This design comes from an exercise in tuning for small area, a short achievable clock period and few clock cycles per item on the open sky130 flow, not from production work. Only simulation tests tie the RTL to the original design; equivalence was not proved.

==> inputs of 02-21 <==
Design ring_locator, start of the top module:
module ring_locator (
    input  wire         clk,
    input  wire         rst,
    input  wire         req_valid,
    output wire         req_ready,
    input  wire [31:0]  seed,
    input  wire [4:0]   n,
    input  wire [4:0]   k,
    input  wire [1:0]   m,
    input  wire [1:0]   s,
    input  wire [23:0]  displ,
    input  wire [119:0] dorder,
    input  wire [39:0]  rba,
    output wire         resp_valid,
    input  wire         resp_ready,
    output wire [19:0]  loc_mem,
    output wire [3:0]   loc_has,
    output wire [159:0] loc_mlba
);
clock: 10.0 ns
lec_check: 0
cap_margin: 20
core_margin: 2
core_utilization: 40
setup_slack_margin: 5
slew_margin: 20
run.sh (not shown) runs the stock make flow with config.mk's settings and CLKGATE_MAP_FILE= SYNTH_SCRIPT=/design/flow/synth_recipe.tcl, a recipe that flattens the netlist after the stock synthesis.
==> inputs of 03-13, as changes to 02-21 <==
--- a/flow/design.v
+++ b/flow/design.v
@@ -28,15 +28,15 @@
     reg  [2:0] be_ph;
     reg  [3:0] cnt;
     reg        fe_miss;                  
     reg        fe_seeded;                
     reg        rv;                       
     reg  [3:0] pend;                     
     wire be_take = (be_ph == B_IDLE) && (!rv || resp_ready);
-    wire fe_done = (fe_ph == F_WAIT) && (fe_seeded || !fe_miss);
+    wire fe_done = (fe_ph == F_WAIT);
     wire xfer    = fe_done && be_take && req_valid && !rst;
     assign req_ready  = fe_done && be_take;
     assign resp_valid = rv;
     function [31:0] xs;
         input [31:0] v;
         reg   [31:0] t;
         begin
@@ -181,23 +181,24 @@
         case (cnt)
         4'd2:    key_dig = key_p[11:8];
         4'd1:    key_dig = key_p[7:4];
         default: key_dig = key_p[3:0];
         endcase
     end
     wire dig_eq = (pd == key_dig);
-    wire hit = pmatch && dig_eq && ring_same;
+    reg  ring_r;                         
+    reg  dfirst;                         
+    wire hit = pmatch && dig_eq && ring_r;
     reg  [31:0] st;                      
     reg  [35:0] pw;                      
     reg  [3:0]  c_b;                     
     reg  [4:0]  k_b, n_b;
     reg  [1:0]  s_b;
     reg  [23:0] displ_b;
     reg  [119:0] dorder_b;
-    reg         nd_zero;                 
     reg  [4:0]  pr_b [0:3];              
     reg  [4:0] qf;                       
     reg        v1a, v1b, v2a, v2b;
     reg  [4:0] m1a, m1b, m2a, m2b;       
     reg  [24:0] mh;                      
     reg  [8:0] c1a0, c1a1, c1a2, c1a3;   
     reg  [8:0] c1b0, c1b1, c1b2, c1b3;
@@ -363,27 +364,38 @@
         m12b   <= {qf, 3'd0} + {1'b0, qf, 2'd0};
         s2a    <= red4m(sa_a, sa_b, m1a, m12a);      
         s2b    <= red4m(sb_a, sb_b, m1b, m12b);
         m2a    <= m1a;
         m2b    <= m1b;
         m3a    <= {2'b0, m1a} + {1'b0, m1a, 1'b0};
         m3b    <= {2'b0, m1b} + {1'b0, m1b, 1'b0};
-        r2h <= rh;                       
-        lt  <= lt_n;
-        b0  <= t2_ok ? top2 : top1;
-        nb1 <= t1_ok || t2_ok;
-        nb2 <= t1_ok && t2_ok;
+        r2h    <= rh;                    
+        lt     <= lt_n;
+        b0     <= t2_ok ? top2 : top1;
+        nb1    <= t1_ok || t2_ok;
+        nb2    <= t1_ok && t2_ok;
     end
     always @(posedge clk) begin
         begin
             if (rv && resp_ready)
                 rv <= 1'b0;
             case (fe_ph)
             F_START: begin
                 if (req_valid) begin
+                    kreg   <= k;
+                    dreg   <= n - {3'd0, s};
+                    wreg   <= k + {3'd0, m};
+                    k3     <= {1'b0, k} + {k, 1'b0};
+                    d3     <= {2'b0, n - {3'd0, s}} + {1'b0, n - {3'd0, s}, 1'b0};
+                    xd     <= xdig(dtop);
+                    cnt    <= dtop + 4'd2;
+                    sd     <= 4'd0;
+                    pd     <= 4'd0;
+                    ring_r <= ring_same;
+                    dfirst <= 1'b1;
                     if (fast) begin
                         if (x_inc) begin
                             ra <= c_wrap ? 4'd0 : ra + 4'd1;
                             if (c_wrap) begin
                                 rb    <= rb + 5'd1;
                                 pr[0] <= 5'd23 - rb;     
                                 pr[1] <= incm(pr[1]);
@@ -392,48 +404,41 @@
                             end else
                                 pr[0] <= incm(pr[0]);
                         end
                         fe_miss   <= 1'b0;
                         fe_seeded <= 1'b0;
                         fe_ph     <= F_WAIT;
                     end else begin
-                        kreg  <= k;
-                        dreg  <= n - {3'd0, s};
-                        wreg  <= k + {3'd0, m};
-                        k3    <= {1'b0, k} + {k, 1'b0};
-                        d3    <= {2'b0, n - {3'd0, s}} + {1'b0, n - {3'd0, s}, 1'b0};
-                        xd    <= xdig(dtop);
-                        cnt   <= dtop + 4'd2;
                         ra    <= 4'd0;
                         rb    <= 5'd0;
-                        sd    <= 4'd0;
-                        pd    <= 4'd0;
-                        pw_f  <= 36'd0;
-                        st_f  <= 32'd0;
                         fe_ph <= F_DIV;
                     end
                 end
             end
             F_DIV: begin
                 xd <= xdig(cnt - 4'd3);
                 if (cnt >= 4'd2) begin
                     ra <= a_r;
                     sd <= a_q;
                 end
                 if (cnt >= 4'd1) begin
                     rb <= b_r;
                     pd <= b_q;
                 end
-                pw_f <= {pw_f[31:0], 4'd0} + (pd[0] ? {31'd0, wreg} : 36'd0)
+                dfirst <= 1'b0;
+                pw_f <= (dfirst ? 36'd0 : {pw_f[31:0], 4'd0})
+                                           + (pd[0] ? {31'd0, wreg} : 36'd0)
                                            + (pd[1] ? {30'd0, wreg, 1'b0} : 36'd0)
                                            + (pd[2] ? {29'd0, wreg, 2'b0} : 36'd0)
                                            + (pd[3] ? {28'd0, wreg, 3'b0} : 36'd0);
                 if (cnt == 4'd0)
                     st_f <= seed ^ ({st_f[27:0], 4'd0} + gdig);
-                else if (cnt <= 4'd2)
+                else if (cnt == 4'd2)
+                    st_f <= gdig;
+                else if (cnt == 4'd1)
                     st_f <= {st_f[27:0], 4'd0} + gdig;
                 if (cnt == 4'd2)
                     pmatch <= dig_eq;
                 else
                     pmatch <= pmatch && dig_eq;
                 case (cnt)
                 4'd2: key_p[11:8] <= pd;
@@ -466,23 +471,22 @@
                     st_f      <= st_x5;
                     fe_seeded <= 1'b1;
                 end
             end
             default: fe_ph <= F_START;
             endcase
             if (xfer) begin
-                st       <= st_f;
+                st       <= (fe_miss && !fe_seeded) ? st_x5 : st_f;
                 pw       <= pw_f;
                 c_b      <= ra;
                 k_b      <= kreg;
                 n_b      <= n;
                 s_b      <= s;
                 displ_b  <= displ;
                 dorder_b <= dorder;
-                nd_zero  <= ((displ & ~(24'hFFFFFF << n)) == 24'd0);
                 o_blk    <= rba[3:0];
                 for (ti = 0; ti < 4; ti = ti + 1)
                     pr_b[ti] <= pr[ti];
                 if (fe_miss)
                     for (ti = 0; ti < 24; ti = ti + 1)
                         rowu[ti] <= ti[4:0];
                 mh       <= 25'd1 << n;
@@ -518,15 +522,15 @@
             end
             B_FIN: begin
                 for (ti = 0; ti < 4; ti = ti + 1) begin
                     o_mem[ti] <= mem_c[ti];
                     o_has[ti] <= !dsp_c[ti];
                     o_cy[ti]  <= lo_sum[ti][5];
                 end
-                if (nd_zero) begin
+                if (dsp_c == 4'd0) begin
                     rv    <= 1'b1;
                     be_ph <= B_IDLE;
                 end else
                     be_ph <= B_ACC;
             end
             B_ACC: begin
                 if (pend == 4'd0) begin
==> results.txt <==
                                                                                          02-21                   03-13
Status                                                                           finished clean          finished clean
Count of inverters not on the clock network in the layout                                   618                     613
Proportion of layout cells with a drive suffix above 1                                    0.116                   0.129
Buffering stage count on the worst path with inverters included                               9                      17
GR Layer Usage met2                                                                       0.498                   0.507
Signed area change from the synthesized netlist to the final layout                       18.6%                   19.5%
Worst path max stage delay                                                               500 ps                  530 ps
Synthesized-area fraction occupied by xor and xnor cells                                  0.115                   0.114
Multi-input logic area                                                                50200 µm²               51200 µm²
Cell with the largest stage delay on the worst path                                      xor2_2                    fa_1
Worst Setup Path Type                                                primary input to flip-flop  flip-flop to flip-flop
Post-route minimum period                                                               5220 ps                 5060 ps
Detailed-route wire length                                                            318000 µm               323000 µm
Final weighted congestion in routability-driven placement                                  1.08                    1.02
Post-synthesis register bit count                                                           831                     832
Final Worst Setup Slack                                                                 4780 ps                 4940 ps
Netlist area before placement                                                         73600 µm²               74500 µm²
Testbench counts of 02-21, summed over its fixed seeds: cycles 33,423, items 3,072.
Testbench counts of 03-13, summed over its fixed seeds: cycles 31,572, items 3,072.

re-timing with driven ports:
The flow's constraints put no driver on any port. The routed layouts listed below were extracted and timed again, unchanged, in two steps. Step 1 (the two cells are an assumption about what drives the block):
set clk [get_ports {clk}]
set_driving_cell -lib_cell sky130_fd_sc_hd__clkbuf_16 $clk
set_driving_cell -lib_cell sky130_fd_sc_hd__buf_2 [delete_from_list [all_inputs] $clk]
Step 2 adds t to the input delays and takes it off the output delays; t is the mean of the earliest and latest rising clock arrival at the registers after step 1. Input paths then give back, and output paths get back, about the clock's delay inside the block. a / b / c = ideal ports / drivers / drivers and shift; a / b = the first two.
run | t (ns) | setup WS [ns] | hold slack, ns | worst setup path at the end
02-21 | 0.846 | 4.778 / 4.839 / 3.993 | 0.405 / 0.405 / 0.405 | input to register
03-13 | 0.836 | 4.943 / 4.943 / 4.356 | 0.388 / 0.388 / 0.388 | input to register
After both steps every run listed still meets setup and hold. The setup slack of 02-21, which loses most, moves by +0.061 ns with the drivers and by -0.785 ns with both steps.
